Background: an optimization exercise with open tools, aiming at small area, a short achievable clock period and few clock cycles per item. Do not read the settings as production practice. RTL that was checked went through simulation tests only; none was proved equivalent to the original.

==> inputs of run a <==
==> flow/design.v (excerpt) <==
module kg9_decunit (
    input  wire         clk,
    input  wire         rst,
    input  wire         start,
    input  wire [2:0]   op,
    input  wire [127:0] a,
    input  wire [127:0] b,
    input  wire [13:0]  imm,
    output wire         ready,
    output reg          done,
    output wire [127:0] res,
    output wire [127:0] rem,
    output wire         z,
    output wire         n,
    output reg          dv,
    output reg          exc_data,
    output reg          exc_div
);
clock: 50.0 ns
lec_check: 0
abc_area: 0
cap_margin: 40
core_margin: 2
core_utilization: 30
slew_margin: 40
run.sh (not shown) runs the stock make flow with config.mk's settings and CLKGATE_MAP_FILE= SYNTH_SCRIPT=/design/flow/synth_recipe.tcl, a recipe that flattens the netlist after the stock synthesis.
==> inputs of run b, as changes to run a <==
--- a/flow/design.v
+++ b/flow/design.v
@@ -157,31 +157,29 @@
     reg [4:0]   la;          
     reg [5:0]   nstep;       
     reg [4:0]   nreal;       
     reg         cur_real;    
     reg         lost;        
     reg         ovf;         
     reg         sflag;       
     reg         remneg;      
+    reg         resq;        
+    reg         resq2;       
     reg         mfirst;      
     reg         iscmp;       
     reg         zzn;         
     reg         zsg;         
     reg         remz;        
     reg         qnz;         
-    reg [4:0]   lbs;         
-    reg [7:0]   bw;          
-    reg [47:0]  bhk;         
-    reg         tryp;        
-    reg         dneg;        
     wire sa = (asn == 4'hD);
     wire sb = (bsn == 4'hD);
     assign ready = (state == S_IDLE);
-    assign res   = {x1, (sflag & !zsg) ? 4'hD : 4'hC};
+    assign res   = {resq2 ? x1[123:64] : x2[123:64], resq ? x1[63:0] : x2[63:0],
+                    (sflag & !zsg) ? 4'hD : 4'hC};
     assign rem   = {x2[123:0], (remneg & !remz) ? 4'hD : 4'hC};
     assign z     = zzn;
     assign n     = sflag & !zzn;
     function automatic digits_ok(input [123:0] v);
         integer k;
         begin
             digits_ok = 1'b1;
             for (k = 0; k < 31; k = k + 1)
@@ -192,133 +190,62 @@
     wire b_ok = digits_ok(x3) && (bsn == 4'hC || bsn == 4'hD || bsn == 4'hF);
     wire bad  = !b_ok || (op_r != OP_SHRP && !a_ok);
     wire x3_nz = |x3;
     wire [127:0] m1 = {4'd0, x3};
     wire [127:0] m2, m4, m5;
     kg9_bcd_x2 #(.N(32)) u_m2 (.x(m1), .y(m2));
     kg9_bcd_x2 #(.N(32)) u_m4 (.x(m2), .y(m4));
     kg9_bcd_x5 #(.N(32)) u_m5 (.x(m1), .y(m5));
+    wire ge1 = (x2 >= m1);
+    wire ge2 = (x2 >= m2);
+    wire ge4 = (x2 >= m4);
+    wire ge5 = (x2 >= m5);
     wire [3:0] mul_sel = {md == 4'd5 || md == 4'd6 || md == 4'd7 || md == 4'd9,
                           md == 4'd4 || md == 4'd8,
                           md == 4'd2 || md == 4'd3,
                           md == 4'd1};
     wire [3:0] md_next = (md == 4'd8 || md == 4'd9) ? 4'd4 :
                          (md == 4'd7) ? 4'd2 :
                          (md == 4'd3 || md == 4'd6) ? 4'd1 : 4'd0;
-    wire [30:0] nz3;      
-    wire [30:0] top3;     
-    genvar gi;
-    generate
-        for (gi = 0; gi < 31; gi = gi + 1) begin : g_nz3
-            assign nz3[gi] = |x3[4*gi +: 4];
-            if (gi == 30) begin : g_t
-                assign top3[gi] = nz3[gi];
-            end else begin : g_o
-                assign top3[gi] = nz3[gi] & ~|nz3[30:gi+1];
-            end
-        end
-    endgenerate
-    reg [4:0] lb_n;
-    reg [3:0] bd1, bd0;
-    integer kb;
-    always @(*) begin
-        lb_n = 5'd0;
-        bd1  = 4'd0;
-        bd0  = 4'd0;
-        for (kb = 0; kb < 31; kb = kb + 1) begin
-            lb_n = lb_n | ({5{top3[kb]}} & (kb + 1));
-            bd1  = bd1  | ({4{top3[kb]}} & x3[4*kb +: 4]);
-            if (kb > 0) bd0 = bd0 | ({4{top3[kb]}} & x3[4*kb-4 +: 4]);
-        end
-    end
-    wire [131:0] x2z = {x2, 4'd0};
-    wire [131:0] x2w = x2z >> {lbs, 2'b00};
-    wire [11:0] rw = x2w[11:0];
-    wire [7:0]  bwn = {bd1, bd0};
-    wire [11:0] bwi;                     
-    assign bwi[3:0]  = (bd0 == 4'd9) ? 4'd0 : bd0 + 4'd1;
-    assign bwi[7:4]  = (bd0 != 4'd9) ? bd1 : (bd1 == 4'd9) ? 4'd0 : bd1 + 4'd1;
-    assign bwi[11:8] = {3'd0, bwn == 8'h99};
-    wire [11:0] bhi = (lb_n <= 5'd2) ? {4'd0, bwn} : bwi;
-    wire [11:0] bhi2, bhi4, bhi5;
-    kg9_bcd_x2 #(.N(3)) u_h2 (.x(bhi),  .y(bhi2));
-    kg9_bcd_x2 #(.N(3)) u_h4 (.x(bhi2), .y(bhi4));
-    kg9_bcd_x5 #(.N(3)) u_h5 (.x(bhi),  .y(bhi5));
-    wire [11:0] bw1 = {4'd0, bw};
-    wire [11:0] bw2, bw3, bw5, bw6;
-    kg9_bcd_x2 #(.N(3)) u_l2 (.x(bw1),  .y(bw2));
-    kg9_bcd_x5 #(.N(3)) u_l5 (.x(bw1),  .y(bw5));
-    kg9_bcd_x2 #(.N(3)) u_l6 (.x(bw3),  .y(bw6));
-    wire [4:0] s30 = bw2[3:0] + bw1[3:0];
-    wire       c30 = (s30 > 5'd9);
-    wire [4:0] s31 = bw2[7:4] + bw1[7:4] + {4'd0, c30};
-    wire       c31 = (s31 > 5'd9);
-    assign bw3[3:0]  = c30 ? s30[3:0] + 4'd6 : s30[3:0];
-    assign bw3[7:4]  = c31 ? s31[3:0] + 4'd6 : s31[3:0];
-    assign bw3[11:8] = bw2[11:8] + {3'd0, c31};
-    wire ge1 = (rw >= bhk[11:0]);
-    wire ge2 = (rw >= bhk[23:12]);
-    wire ge4 = (rw >= bhk[35:24]);
-    wire ge5 = (rw >= bhk[47:36]);
-    wire lt1 = (rw < bw1);
-    wire lt2 = (rw < bw2);
-    wire lt3 = (rw < bw3);
-    wire lt5 = (rw < bw5);
-    wire lt6 = (rw < bw6);
-    wire [3:0] est_m   = ge5 ? 4'd5 : ge4 ? 4'd4 : ge2 ? 4'd2 : ge1 ? 4'd1 : 4'd0;
-    wire       est_fin = ge5 ? lt6 : ge4 ? lt5 : ge2 ? lt3 : ge1 ? lt2 : lt1;
-    wire       div_try = !tryp && !ge1 && !lt1;       
-    wire [3:0] div_sel = tryp    ? {3'd0, dneg} :
-                         div_try ? 4'b0001 :
-                         {est_m == 4'd5, est_m == 4'd4, est_m == 4'd2, est_m == 4'd1};
-    wire       div_fin = tryp || (!div_try && est_fin);
-    wire [3:0] div_q   = qacc + (tryp ? {3'd0, !dneg} : est_m);
+    wire [3:0] div_sel = ge5 ? 4'b1000 : ge4 ? 4'b0100 : ge2 ? 4'b0010 :
+                         ge1 ? 4'b0001 : 4'b0000;
+    wire [3:0] div_m   = ge5 ? 4'd5 : ge4 ? 4'd4 : ge2 ? 4'd2 : ge1 ? 4'd1 : 4'd0;
+    wire       div_fin = !ge2 || (ge4 && !ge5);
+    wire [3:0] div_q   = qacc + div_m;
     wire is_mul  = (op_r == OP_MULP);
     wire is_div  = (op_r == OP_DIVP);
     wire is_shrp = (op_r == OP_SHRP);
     wire is_neg  = (state == S_NEG);
     wire eff_sub = sa ^ sb ^ (op_r == OP_SUBP || op_r == OP_CMPP);
     wire zero_x  = is_neg || (state == S_SHF) || (state == S_MUL && mfirst) ||
                    (state == S_EXEC && (is_mul || is_div || is_shrp));
-    wire is_exec = (state == S_EXEC);
     wire [3:0] sel = is_mul ? mul_sel :
                      is_div ? (state == S_DIV ? div_sel : 4'b0000) : {3'd0, !is_neg};
     wire [127:0] opy = ({128{sel[0]}} & m1) | ({128{sel[1]}} & m2) |
                        ({128{sel[2]}} & m4) | ({128{sel[3]}} & m5) |
                        ({128{is_neg}} & x2);
     wire [127:0] opx = zero_x ? 128'd0 : x2;
-    wire asub   = is_exec ? (!is_mul && !is_div && !is_shrp && eff_sub) :
-                  (is_neg || (state == S_DIV && !tryp));
+    wire asub   = is_div | is_neg | (!is_mul && !is_shrp && eff_sub);
     wire rnd_up = is_shrp && sh[5] && (({1'b0, drop} + {1'b0, rnd}) >= 5'd10);
     wire [127:0] sum;
-    wire         aco, zlo, zall;
+    wire         zlo, zall;
     kg9_bcd_addsub u_add (.x(opx), .y(opy), .sub(asub), .cin(asub | rnd_up),
-                          .s(sum), .co(aco), .zlo(zlo), .zall(zall));
-    wire [30:0] nz1, top1;
-    generate
-        for (gi = 0; gi < 31; gi = gi + 1) begin : g_nz1
-            assign nz1[gi] = |x1[4*gi +: 4];
-            if (gi == 30) begin : g_t
-                assign top1[gi] = nz1[gi];
-            end else begin : g_o
-                assign top1[gi] = nz1[gi] & ~|nz1[30:gi+1];
-            end
-        end
-    endgenerate
+                          .s(sum), .co(), .zlo(zlo), .zall(zall));
     reg [4:0] lead_n;     
     reg [3:0] lead_d;     
     integer k;
     always @(*) begin
         lead_n = 5'd0;
         lead_d = 4'd0;
-        for (k = 0; k < 31; k = k + 1) begin
-            lead_n = lead_n | ({5{top1[k]}} & (k + 1));
-            lead_d = lead_d | ({4{top1[k]}} & x1[4*k +: 4]);
-        end
+        for (k = 0; k < 31; k = k + 1)
+            if (x1[4*k +: 4] != 4'd0) begin
+                lead_n = k + 1;
+                lead_d = x1[4*k +: 4];
+            end
     end
     wire [30:0] pos = 31'd1 << (la - 5'd1);
     reg  [3:0]   d_next;
     reg  [123:0] clr;
     integer j;
     always @(*) begin
         d_next = 4'd0;
         for (j = 0; j < 30; j = j + 1)
@@ -326,17 +253,17 @@
         for (j = 0; j < 31; j = j + 1)
             clr[4*j +: 4] = {4{pos[j] & cur_real}};
     end
     wire [123:0] x1c    = x1 & ~clr;
     wire [123:0] x1_qn  = {x1c[119:0], div_q};
     wire [3:0]   d_in   = (state == S_EXEC) ? lead_d : (nreal != 5'd0) ? d_next : 4'd0;
     wire         div_ov = ovf | (x1c[123:120] != 4'd0);
     wire exec_ok = (state == S_EXEC) && !bad;
-    wire mul_swap = (lb_n < lead_n);            
+    wire mul_swap = ge1;                        
     wire mul_go  = (state == S_MUL) || (exec_ok && is_mul && !mul_swap);
     wire shl_go  = (state == S_SHL) || (exec_ok && is_shrp && sh != 6'd0 && !sh[5]);
     wire shr_go  = (state == S_SHR) || (exec_ok && is_shrp && sh[5]);
     wire shf_go  = (state == S_SHF) || (exec_ok && is_shrp && sh == 6'd0);
     wire mul_ov  = ovf | (sum[127:124] != 4'd0) | (lost & (md != 4'd0));
     wire x2_shift = (state == S_EXEC && is_div) ||
                     (state == S_DIV && div_fin && nstep != 6'd0);
     always @(posedge clk)
@@ -356,39 +283,40 @@
                 rnd   <= imm[3:0];
                 cnt   <= imm[13] ? (~imm[12:8] + 5'd1) : imm[12:8];
                 md    <= a[7:4];
                 qacc  <= 4'd0;
                 qnz   <= 1'b0;
                 lost  <= 1'b0;
                 ovf   <= 1'b0;
                 drop  <= 4'd0;
+                resq  <= (op == OP_DIVP);
                 iscmp <= (op == OP_CMPP);
                 if (start) begin
                     dv    <= 1'b0;
                     state <= S_EXEC;
                 end
             end
             if (state == S_EXEC) begin
                 exc_data <= 1'b0;
                 exc_div  <= 1'b0;
                 remneg   <= sa;
+                resq2    <= is_div;
                 if (bad) begin
                     exc_data <= 1'b1;
                     done     <= 1'b1;
                     state    <= S_IDLE;
                 end else begin
                     case (op_r)
                         OP_ADDP, OP_SUBP, OP_CMPP: begin
-                            x1  <= sum[123:0];
                             zzn <= iscmp ? zall : zlo;
                             zsg <= zall;
                             if (eff_sub) begin
-                                sflag <= aco ? sa : !sa;
-                                if (!aco && !iscmp) begin
+                                sflag <= ge1 ? sa : !sa;
+                                if (!ge1 && !iscmp) begin
                                     state <= S_NEG;    
                                 end else begin
                                     done  <= 1'b1;
                                     state <= S_IDLE;
                                 end
                             end else begin
                                 sflag <= sa;
                                 if (!iscmp) dv <= (sum[127:124] != 4'd0);
@@ -415,60 +343,52 @@
                             end else if (lead_n == 5'd0) begin
                                 zzn   <= 1'b1;
                                 zsg   <= 1'b1;
                                 remz  <= 1'b1;
                                 done  <= 1'b1;
                                 state <= S_IDLE;
                             end else begin
                                 la       <= lead_n;
-                                lbs      <= lb_n - 5'd1;
-                                bw       <= {bd1, bd0};
-                                bhk      <= {bhi5, bhi4, bhi2, bhi};
-                                tryp     <= 1'b0;
                                 nreal    <= lead_n - 5'd1;
                                 cur_real <= 1'b1;
                                 nstep    <= {1'b0, lead_n} + {1'b0, scale} - 6'd1;
                                 state    <= S_DIV;
                             end
                         end
                         default: sflag <= sb;    
                     endcase
                 end
             end
             if (state == S_NEG) begin
-                x1    <= sum[123:0];
                 zzn   <= zlo;
                 zsg   <= zall;
                 done  <= 1'b1;
                 state <= S_IDLE;
             end
             if (mul_go) begin
                 mfirst <= 1'b0;
                 ovf <= mul_ov;
                 if (md_next == 4'd0) begin
                     x1   <= {4'd0, x1[123:4]};
                     x3   <= {x3[119:0], 4'd0};
                     lost <= lost | (x3[123:120] != 4'd0);
                     md   <= x1[7:4];
                     if (x1[123:4] == 120'd0) begin
-                        x1    <= sum[123:0];
                         dv    <= mul_ov;
                         zzn   <= zlo;
                         zsg   <= zlo & !mul_ov;
                         done  <= 1'b1;
                         state <= S_IDLE;
                     end
                 end else begin
                     md <= md_next;
                 end
             end
             if (state == S_DIV) begin
-                tryp <= div_try;
-                dneg <= !aco;
                 if (div_fin) begin
                     x1    <= x1_qn;
                     ovf   <= div_ov;
                     qacc  <= 4'd0;
                     qnz   <= qnz | (div_q != 4'd0);
                     nstep <= nstep - 6'd1;
                     nreal <= (nreal != 5'd0) ? nreal - 5'd1 : 5'd0;
                     cur_real <= (nreal != 5'd0);
@@ -496,17 +416,16 @@
             end
             if (shr_go) begin
                 x3    <= {4'd0, x3[123:4]};
                 drop  <= x3[3:0];
                 cnt   <= cnt - 5'd1;
                 state <= (cnt == 5'd1) ? S_SHF : S_SHR;
             end
             if (shf_go) begin
-                x1    <= sum[123:0];
                 dv    <= lost;
                 zzn   <= zlo;
                 zsg   <= zlo & !lost;
                 done  <= 1'b1;
                 state <= S_IDLE;
             end
         end
         if (rst) begin
ABC_AREA = 1   (was 0)
==> inputs of run c, as changes to run a <==
--- a/flow/design.v
+++ b/flow/design.v
@@ -157,31 +157,34 @@
     reg [4:0]   la;          
     reg [5:0]   nstep;       
     reg [4:0]   nreal;       
     reg         cur_real;    
     reg         lost;        
     reg         ovf;         
     reg         sflag;       
     reg         remneg;      
+    reg [3:0]   resq;        
     reg         mfirst;      
     reg         iscmp;       
     reg         zzn;         
     reg         zsg;         
     reg         remz;        
     reg         qnz;         
-    reg [4:0]   lbs;         
+    reg [31:0]  lbd;         
     reg [7:0]   bw;          
     reg [47:0]  bhk;         
     reg         tryp;        
     reg         dneg;        
     wire sa = (asn == 4'hD);
     wire sb = (bsn == 4'hD);
     assign ready = (state == S_IDLE);
-    assign res   = {x1, (sflag & !zsg) ? 4'hD : 4'hC};
+    assign res   = {resq[3] ? x1[123:93] : x2[123:93], resq[2] ? x1[92:62] : x2[92:62],
+                    resq[1] ? x1[61:31]  : x2[61:31],  resq[0] ? x1[30:0]  : x2[30:0],
+                    (sflag & !zsg) ? 4'hD : 4'hC};
     assign rem   = {x2[123:0], (remneg & !remz) ? 4'hD : 4'hC};
     assign z     = zzn;
     assign n     = sflag & !zzn;
     function automatic digits_ok(input [123:0] v);
         integer k;
         begin
             digits_ok = 1'b1;
             for (k = 0; k < 31; k = k + 1)
@@ -225,19 +228,28 @@
         bd1  = 4'd0;
         bd0  = 4'd0;
         for (kb = 0; kb < 31; kb = kb + 1) begin
             lb_n = lb_n | ({5{top3[kb]}} & (kb + 1));
             bd1  = bd1  | ({4{top3[kb]}} & x3[4*kb +: 4]);
             if (kb > 0) bd0 = bd0 | ({4{top3[kb]}} & x3[4*kb-4 +: 4]);
         end
     end
-    wire [131:0] x2z = {x2, 4'd0};
-    wire [131:0] x2w = x2z >> {lbs, 2'b00};
-    wire [11:0] rw = x2w[11:0];
+    reg [3:0] rd2, rd1, rd0;
+    always @(*) begin
+        rd2 = 4'd0;
+        rd1 = 4'd0;
+        rd0 = 4'd0;
+        for (kb = 0; kb < 32; kb = kb + 1) begin
+            rd2 = rd2 | ({4{lbd[kb]}} & x2[4*kb +: 4]);
+            if (kb < 31) rd1 = rd1 | ({4{lbd[kb+1]}} & x2[4*kb +: 4]);
+            if (kb < 30) rd0 = rd0 | ({4{lbd[kb+2]}} & x2[4*kb +: 4]);
+        end
+    end
+    wire [11:0] rw = {rd2, rd1, rd0};
     wire [7:0]  bwn = {bd1, bd0};
     wire [11:0] bwi;                     
     assign bwi[3:0]  = (bd0 == 4'd9) ? 4'd0 : bd0 + 4'd1;
     assign bwi[7:4]  = (bd0 != 4'd9) ? bd1 : (bd1 == 4'd9) ? 4'd0 : bd1 + 4'd1;
     assign bwi[11:8] = {3'd0, bwn == 8'h99};
     wire [11:0] bhi = (lb_n <= 5'd2) ? {4'd0, bwn} : bwi;
     wire [11:0] bhi2, bhi4, bhi5;
     kg9_bcd_x2 #(.N(3)) u_h2 (.x(bhi),  .y(bhi2));
@@ -356,34 +368,37 @@
                 rnd   <= imm[3:0];
                 cnt   <= imm[13] ? (~imm[12:8] + 5'd1) : imm[12:8];
                 md    <= a[7:4];
                 qacc  <= 4'd0;
                 qnz   <= 1'b0;
                 lost  <= 1'b0;
                 ovf   <= 1'b0;
                 drop  <= 4'd0;
+                resq[0] <= (op == OP_DIVP);
+                resq[1] <= (op[1:0] == 2'b11);
                 iscmp <= (op == OP_CMPP);
                 if (start) begin
                     dv    <= 1'b0;
                     state <= S_EXEC;
                 end
             end
             if (state == S_EXEC) begin
                 exc_data <= 1'b0;
                 exc_div  <= 1'b0;
                 remneg   <= sa;
+                resq[2]  <= is_div;
+                resq[3]  <= (op_r[1:0] == 2'b11);
                 if (bad) begin
                     exc_data <= 1'b1;
                     done     <= 1'b1;
                     state    <= S_IDLE;
                 end else begin
                     case (op_r)
                         OP_ADDP, OP_SUBP, OP_CMPP: begin
-                            x1  <= sum[123:0];
                             zzn <= iscmp ? zall : zlo;
                             zsg <= zall;
                             if (eff_sub) begin
                                 sflag <= aco ? sa : !sa;
                                 if (!aco && !iscmp) begin
                                     state <= S_NEG;    
                                 end else begin
                                     done  <= 1'b1;
@@ -415,47 +430,45 @@
                             end else if (lead_n == 5'd0) begin
                                 zzn   <= 1'b1;
                                 zsg   <= 1'b1;
                                 remz  <= 1'b1;
                                 done  <= 1'b1;
                                 state <= S_IDLE;
                             end else begin
                                 la       <= lead_n;
-                                lbs      <= lb_n - 5'd1;
+                                lbd      <= 32'd1 << lb_n;
                                 bw       <= {bd1, bd0};
                                 bhk      <= {bhi5, bhi4, bhi2, bhi};
                                 tryp     <= 1'b0;
                                 nreal    <= lead_n - 5'd1;
                                 cur_real <= 1'b1;
                                 nstep    <= {1'b0, lead_n} + {1'b0, scale} - 6'd1;
                                 state    <= S_DIV;
                             end
                         end
                         default: sflag <= sb;    
                     endcase
                 end
             end
             if (state == S_NEG) begin
-                x1    <= sum[123:0];
                 zzn   <= zlo;
                 zsg   <= zall;
                 done  <= 1'b1;
                 state <= S_IDLE;
             end
             if (mul_go) begin
                 mfirst <= 1'b0;
                 ovf <= mul_ov;
                 if (md_next == 4'd0) begin
                     x1   <= {4'd0, x1[123:4]};
                     x3   <= {x3[119:0], 4'd0};
                     lost <= lost | (x3[123:120] != 4'd0);
                     md   <= x1[7:4];
                     if (x1[123:4] == 120'd0) begin
-                        x1    <= sum[123:0];
                         dv    <= mul_ov;
                         zzn   <= zlo;
                         zsg   <= zlo & !mul_ov;
                         done  <= 1'b1;
                         state <= S_IDLE;
                     end
                 end else begin
                     md <= md_next;
@@ -496,17 +509,16 @@
             end
             if (shr_go) begin
                 x3    <= {4'd0, x3[123:4]};
                 drop  <= x3[3:0];
                 cnt   <= cnt - 5'd1;
                 state <= (cnt == 5'd1) ? S_SHF : S_SHR;
             end
             if (shf_go) begin
-                x1    <= sum[123:0];
                 dv    <= lost;
                 zzn   <= zlo;
                 zsg   <= zlo & !lost;
                 done  <= 1'b1;
                 state <= S_IDLE;
             end
         end
         if (rst) begin
==> impl_metrics.py <==
metrics = {
    "critical_path": {
        "crit_cells": 33,
        "cp_common_cell": "o21ai_0",
    },
    "yosys": {
        "synth_compound_area_frac": 0.320,
        "yosys-mux-area-fraction": 0.0559,
    },
    "finish": {
        "ff_latch_area_um2": 11800,
        "multi_input_area_share": 0.633,
        "layout_common_cells": "1011 x nand2_1, 792 x a21oi_1, 606 x o21ai_0, 561 x nor2_1, 529 x clkdlybuf4s50_1",
    },
    "die": {
        "taps": 2871,
    },
    "placed_design": {
        "gp_congestion": 1.13,
        "placed_cell_area_um2": 74300,
    },
    "outcome": {
        "status": "finished clean",
    },
    "grt": {
        "use_met2": 0.533,
        "grt_pass1_vias": 75400,
    },
    "sta": {
        "worst_slew_pin_slew_ns": 1.07,
    },
}
# the run above: run c

==> impl_metrics.py <==
metrics = {
    "critical_path": {
        "critical_path_arrival_ns": 14.91,
        "crit_cells": 38,
        "cp_common_cell": "a21oi_1",
    },
    "grt": {
        "grt_pass1_vias": 77000,
        "use_met2": 0.590,
    },
    "sta": {
        "worst_slew_pin_slew_ns": 1.03,
    },
    "detailed_routing": {
        "vias": 86100,
    },
    "placed_design": {
        "placed_cell_area_um2": 75700,
        "gp_congestion": 1.11,
    },
    "die": {
        "taps": 2975,
        "num_rows": 173,
    },
    "finish": {
        "multi_input_area_share": 0.645,
        "layout_common_cells": "1073 x a21oi_1, 1001 x nand2_1, 838 x nor2_1, 750 x o21ai_0, 528 x clkdlybuf4s50_1",
        "num-fill-cells": 23800,
    },
    "outcome": {
        "status": "finished clean",
    },
    "yosys": {
        "yosys-mux-area-fraction": 0.0634,
        "synth_compound_area_frac": 0.323,
    },
}
# the run above: run a

==> impl_metrics.py <==
metrics = {
    "outcome": {
        "status": "finished clean",
    },
    "yosys": {
        "synth_compound_area_frac": 0.276,
        "yosys-mux-area-fraction": 0.00142,
    },
    "sta": {
        "worst_slew_pin_slew_ns": 0.959,
    },
    "die": {
        "taps": 2821,
    },
    "placed_design": {
        "gp_congestion": 1.01,
        "placed_cell_area_um2": 71600,
    },
    "cts": {
        "clock_path_buffers": 3,
    },
    "critical_path": {
        "cp_common_cell": "nand2_1",
        "crit_cells": 59,
    },
    "finish": {
        "ff_latch_area_um2": 9490,
        "multi_input_area_share": 0.639,
        "layout_common_cells": "1965 x nand2_1, 1417 x o21ai_0, 1275 x inv_1, 964 x nor2_1, 800 x ha_1",
    },
    "grt": {
        "grt_pass1_vias": 67100,
    },
}
# the run above: run b

Testbench counts of run c, summed over its fixed seeds: cycles 13,472, ops 2,400.
No functional check of the RTL was part of run a and run b.

==> separate check: timing with driven ports <==
How much do the figures lean on ideal ports? The routed layouts below were timed once more, with nothing changed but the port constraints.
Step 1 assumes that a clkbuf_16 drives the clock port and a buf_2 every other input.
Step 2, shift: input delay + t, output delay - t, t = (earliest + latest rising clock arrival at the registers) / 2. This alone moves slack from input paths to output paths.
a / b / c = ideal ports / drivers / drivers and shift; a / b = the first two.
run	t, ns	setup WS [ns]	hold slack, ns	worst register clock-pin slew, ns	cell pins on the clock port's net
run a	0.851	35.663 / 35.663 / 35.663	0.447 / 0.447 / 0.447	0.07 / 0.07	1
run b	0.778	35.138 / 35.138 / 35.138	0.484 / 0.484 / 0.484	0.07 / 0.07	1
run c	0.863	36.494 / 36.494 / 36.494	0.474 / 0.474 / 0.474	0.07 / 0.07	1
After both steps every run listed still meets setup and hold.
